Source: an optimization exercise on an open RTL-to-GDS flow (aim: small area). Production flows keep margins and buffers that such runs may drop.
No activity file was given, so power comes from the tool's default toggle rates.

v43:
==> flow/design.v <==
module kz_wdog (
    input  wire        clk,
    input  wire        rst_n,         
    input  wire        start,         
    input  wire        tick,          
    input  wire [9:0]  period_ms,     
    input  wire        auto_arm,      
    input  wire        req_valid,
    input  wire [1:0]  req_op,        
    input  wire [15:0] req_data,      
    input  wire [7:0]  req_sess,      
    input  wire [1:0]  req_role,      
    input  wire        req_net,       
    output reg         resp_valid,
    output reg  [1:0]  resp_code,     
    output reg  [1:0]  wd_state,      
    output wire [7:0]  miss_cons,     
    output reg  [31:0] miss_total,    
    output reg  [7:0]  owner,         
    output reg  [1:0]  miss_kind,     
    output reg  [1:0]  miss_evt,      
    output reg         force_evt,     
    output reg         w_to_c_evt     
);
    localparam [1:0] DISARMED = 2'd0, AWAITING = 2'd1, ARMED = 2'd2, FORCED = 2'd3;
    localparam [1:0] K_NONE = 2'd0, K_EARLY = 2'd1, K_LATE = 2'd2, K_WRONG = 2'd3;
    localparam [1:0] OP_ARM = 2'd0, OP_TOKEN = 2'd1, OP_DISARM = 2'd2, OP_CLOSE = 2'd3;
    localparam [1:0] R_OK = 2'd0, R_REFUSED = 2'd1, R_MISS = 2'd2;
    localparam [15:0] MASK = 16'hB400;
    function [15:0] lfsr_next(input [15:0] v);
        lfsr_next = v[0] ? ((v >> 1) ^ MASK) : (v >> 1);
    endfunction
    reg  [1:0]  cons;
    assign miss_cons = {6'd0, cons};
    reg  [9:0]  per;        
    reg  [15:0] last_tok;   
    reg  [7:0]  r;          
    reg  [1:0]  qa;         
    reg  [9:0]  qm;         
    reg         ph;         
    wire restart = !rst_n || start;
    wire armed    = (wd_state == ARMED);
    wire awaiting = (wd_state == AWAITING);
    wire own_none  = (owner == 8'hFF);
    wire own_match = !own_none && (owner == req_sess);
    wire is_service  = req_role[1];
    wire is_operator = (req_role == 2'd1);
    wire may_arm = is_service ||
                   (!req_net && is_operator && (!wd_state[1] || own_none || own_match));
    wire may_disarm = is_service || own_match;
    wire qz = (qm == per);    
    wire do_arm    = req_valid && req_op == OP_ARM && req_data != 16'd0 && may_arm;
    wire do_token  = req_valid && req_op == OP_TOKEN && armed && own_match;
    wire tok_early = !ph && !qz;
    wire tok_ok    = !tok_early && req_data == lfsr_next(last_tok);
    wire do_disarm = req_valid && req_op == OP_DISARM && may_disarm;
    wire do_close  = req_valid && req_op == OP_CLOSE && owner == req_sess;
    wire req_ok    = do_arm || do_disarm || (req_valid && req_op == OP_CLOSE) ||
                     (do_token && tok_ok);
    wire fire      = tick && ph && qz;
    wire late_fire = fire && armed;
    wire dl_fire   = fire && awaiting;
    wire quiet     = !do_arm && !do_token && !do_disarm;    
    wire tok_miss  = !restart && do_token && !tok_ok;
    wire late_miss = !restart && quiet && late_fire;
    wire miss1     = tok_miss || late_miss;
    wire dl_miss   = !restart && quiet && dl_fire;
    wire [32:0] mt_c;
    assign mt_c[0] = miss1;
    assign mt_c[1] = dl_miss || (miss1 && miss_total[0]);
    genvar gi;
    generate
        for (gi = 1; gi < 32; gi = gi + 1) begin : g_mt
            assign mt_c[gi+1] = mt_c[gi] && miss_total[gi];
        end
    endgenerate
    wire        load_per = restart || do_arm;
    wire        t_restart = restart || do_arm || do_token || late_miss;
    wire       r_wrap  = tick && r == 8'd249;
    wire [1:0] qa_last = armed ? (ph ? 2'd2 : 2'd0) : 2'd3;
    wire       qa_wrap = r_wrap && qa == qa_last;
    always @(posedge clk) begin
        if (load_per)
            per <= period_ms;
        if (t_restart) begin
            r  <= {7'd0, tick};
            qa <= 2'd0;
            qm <= 10'd0;
            ph <= 1'b0;
        end else begin
            r  <= r_wrap ? 8'd0 : r + {7'd0, tick};
            qa <= qa_wrap ? 2'd0 : qa + {1'b0, r_wrap};
            if (!ph && qz) begin
                ph <= 1'b1;
                qm <= 10'd0;
            end else begin
                qm <= qm + {9'd0, qa_wrap};
            end
        end
        if (do_arm || (do_token && tok_ok))
            last_tok <= req_data;
        resp_valid <= rst_n && req_valid;
        resp_code  <= R_OK;
        miss_evt   <= 2'd0;
        force_evt  <= 1'b0;
        w_to_c_evt <= 1'b0;
        if (!rst_n)
            miss_total <= 32'd0;
        else
            miss_total <= miss_total ^ mt_c[31:0];
        if (restart) begin
            wd_state  <= auto_arm ? AWAITING : DISARMED;
            cons      <= 2'd0;
            owner     <= 8'hFF;
            miss_kind <= K_NONE;
            if (rst_n && req_valid)
                resp_code <= R_REFUSED;
        end else begin
            if (req_valid)
                resp_code <= req_ok ? R_OK : (do_token ? R_MISS : R_REFUSED);
            if (do_arm) begin
                w_to_c_evt <= 1'b1;
                wd_state   <= ARMED;
                cons       <= 2'd0;
                owner      <= req_sess;
            end else if (do_token) begin
                if (tok_ok) begin
                    cons <= 2'd0;
                end else begin
                    miss_evt  <= 2'd1;
                    miss_kind <= tok_early ? K_EARLY : K_WRONG;
                    cons      <= cons + 2'd1;
                    if (cons != 2'd0) begin
                        wd_state  <= FORCED;
                        force_evt <= 1'b1;
                    end
                end
            end else if (do_disarm) begin
                w_to_c_evt <= 1'b1;
                wd_state   <= DISARMED;
                owner      <= 8'hFF;
            end else begin
                if (do_close)
                    owner <= 8'hFF;
                if (late_fire) begin
                    miss_evt  <= 2'd1;
                    miss_kind <= K_LATE;
                    cons      <= cons + 2'd1;
                    if (cons != 2'd0) begin
                        wd_state  <= FORCED;
                        force_evt <= 1'b1;
                    end
                end else if (dl_fire) begin
                    miss_evt  <= 2'd2;
                    miss_kind <= K_LATE;
                    cons      <= 2'd2;
                    wd_state  <= FORCED;
                    force_evt <= 1'b1;
                end
            end
        end
    end
endmodule
export LEC_CHECK = 0
export CAP_MARGIN = 20
export CORE_MARGIN = 2
export CORE_UTILIZATION = 70
export GPL_ROUTABILITY_DRIVEN = 0
export GPL_TIMING_DRIVEN = 0
export PLACE_DENSITY = 0.8
export SLEW_MARGIN = 20
create_clock -name core_clock -period 10.0 [get_ports {clk}]
standard.sh (not shown) runs the stock make flow with config.mk's settings and CLKGATE_MAP_FILE= SYNTH_SCRIPT=/design/flow/synth_recipe.tcl, a recipe that flattens the netlist after the stock synthesis.
==> flow/flow/run.sh <==
#!/bin/bash
# Layout flow: the standard flow (standard synthesis unchanged), with the port
# buffers made from the smallest buffer, no dummy clock loads in CTS, synthesis
# buffers removed at floorplan and power (area) recovery after global routing.
set -euo pipefail
cd "$(dirname "$0")/.."
bash standard.sh \
    "BUFFER_PORTS_ARGS=-buffer_cell sky130_fd_sc_hd__buf_1" \
    "CTS_ARGS=-sink_clustering_enable -repair_clock_nets -dont_use_dummy_load" \
    REMOVE_ABC_BUFFERS=1 \
    RECOVER_POWER=100 \
    finish > flow_make.log 2>&1
v43: PASS, flow complete, no timing, DRC or antenna violations
> inputs changed (v43 -> v32)
diff --git a/flow/flow/run.sh b/flow/flow/run.sh
--- a/flow/flow/run.sh
+++ b/flow/flow/run.sh
@@ -8,3 +8,3 @@
     "BUFFER_PORTS_ARGS=-buffer_cell sky130_fd_sc_hd__buf_1" \
-    "CTS_ARGS=-sink_clustering_enable -repair_clock_nets -dont_use_dummy_load" \
+    "CTS_ARGS=-sink_clustering_enable -sink_clustering_size 100 -sink_clustering_max_diameter 500 -buf_list sky130_fd_sc_hd__clkbuf_16 -repair_clock_nets -dont_use_dummy_load" \
     REMOVE_ABC_BUFFERS=1 \
diff --git a/flow/config.mk b/flow/config.mk
--- a/flow/config.mk
+++ b/flow/config.mk
@@ -9,6 +9,4 @@
 export CORE_MARGIN = 2
-export CORE_UTILIZATION = 70
-export GPL_ROUTABILITY_DRIVEN = 0
-export GPL_TIMING_DRIVEN = 0
-export PLACE_DENSITY = 0.8
+export CORE_UTILIZATION = 80
+export PLACE_DENSITY = 0.88
 export SLEW_MARGIN = 20
[summary]
v32 vs v43 — wire length climbed by more than half
Clock network fraction of total power: higher on v32
Compared to v43, v32 has final standard cell utilization of the core 15 points higher.
Of v32 and v43, the higher share of final layout cell area taken by non-clock buffers belongs to v32.
Delta (v32 minus v43): met3 layer usage reported by global route has increased, reported combinational group power increased by 24% relative to the old numbers, pin count of the biggest net entering global routing decreased by about 11% relative to the old numbers.
Area taken by multi-input logic gates ends up lower on v43.
When v32 is measured against v43, its total placed cells including tap cells turns out about 0.7% lower.
Worst relative slew slack delta for v32 relative to v43: 21 points higher
The following lists how v23 was set up differently from v32:
diff --git a/flow/flow/run.sh b/flow/flow/run.sh
--- a/flow/flow/run.sh
+++ b/flow/flow/run.sh
@@ -8,3 +8,3 @@
     "BUFFER_PORTS_ARGS=-buffer_cell sky130_fd_sc_hd__buf_1" \
-    "CTS_ARGS=-sink_clustering_enable -sink_clustering_size 100 -sink_clustering_max_diameter 500 -buf_list sky130_fd_sc_hd__clkbuf_16 -repair_clock_nets -dont_use_dummy_load" \
+    "CTS_ARGS=-sink_clustering_enable -sink_clustering_size 50 -sink_clustering_max_diameter 300 -repair_clock_nets -dont_use_dummy_load" \
     REMOVE_ABC_BUFFERS=1 \
The clock network power share number comes out higher for v32 vs v23. Reported for v23 and v32, multiplexer fraction of the synthesized cell area turned out identical to the last digit. Relative to v32, worst setup slack has gone up in v23. v32 → v23: combinational share of power moved down; area growth from synthesis to layout moved down; time the worst path needs with I/O delays and setup moved down; wire length moved down; design area moved down. The length of routed wiring on met1 of v23 falls short of that of v32 by 17%. Clock-cell share of area in v23 vs v32: down 1.9 points.
Function was not checked in any run of this note: the RTL went through the layout flow alone.

afterwards: timing with drivers on the ports:
Ports are ideal in the flow. The routed layouts listed here were re-timed in OpenROAD. Step 1 assumes that a clkbuf_16 drives the clock port and a buf_2 every other input. Step 2 moves the port delays by t, midway between the first and last clock arrival at a register: inputs arrive t later, outputs are due t later. That takes back most of the time a late clock gives input paths. Three values: no drivers, after step 1, after step 2; two values: the first two.
run | t, ns | setup WS [ns] | worst hold slack (ns) | worst register clock-pin slew, ns | worst slew at a driven data input, ns
v43 | 0.376 | 0.424 / 0.437 / 0.061 | 0.480 / 0.480 / 0.480 | 0.09 / 0.09 | 0.05
v32 | 0.381 | 0.208 / 0.215 / -0.166 | 0.532 / 0.532 / 0.532 | 0.07 / 0.07 | 0.07
v23 | 0.387 | 0.339 / 0.348 / -0.039 | 0.504 / 0.504 / 0.504 | 0.09 / 0.09 | 0.05
With both steps, setup timing fails in v32 and v23, where it was met with ideal ports. The setup slack of v23, which loses most, moves by +0.009 ns with the drivers and by -0.378 ns with both steps.
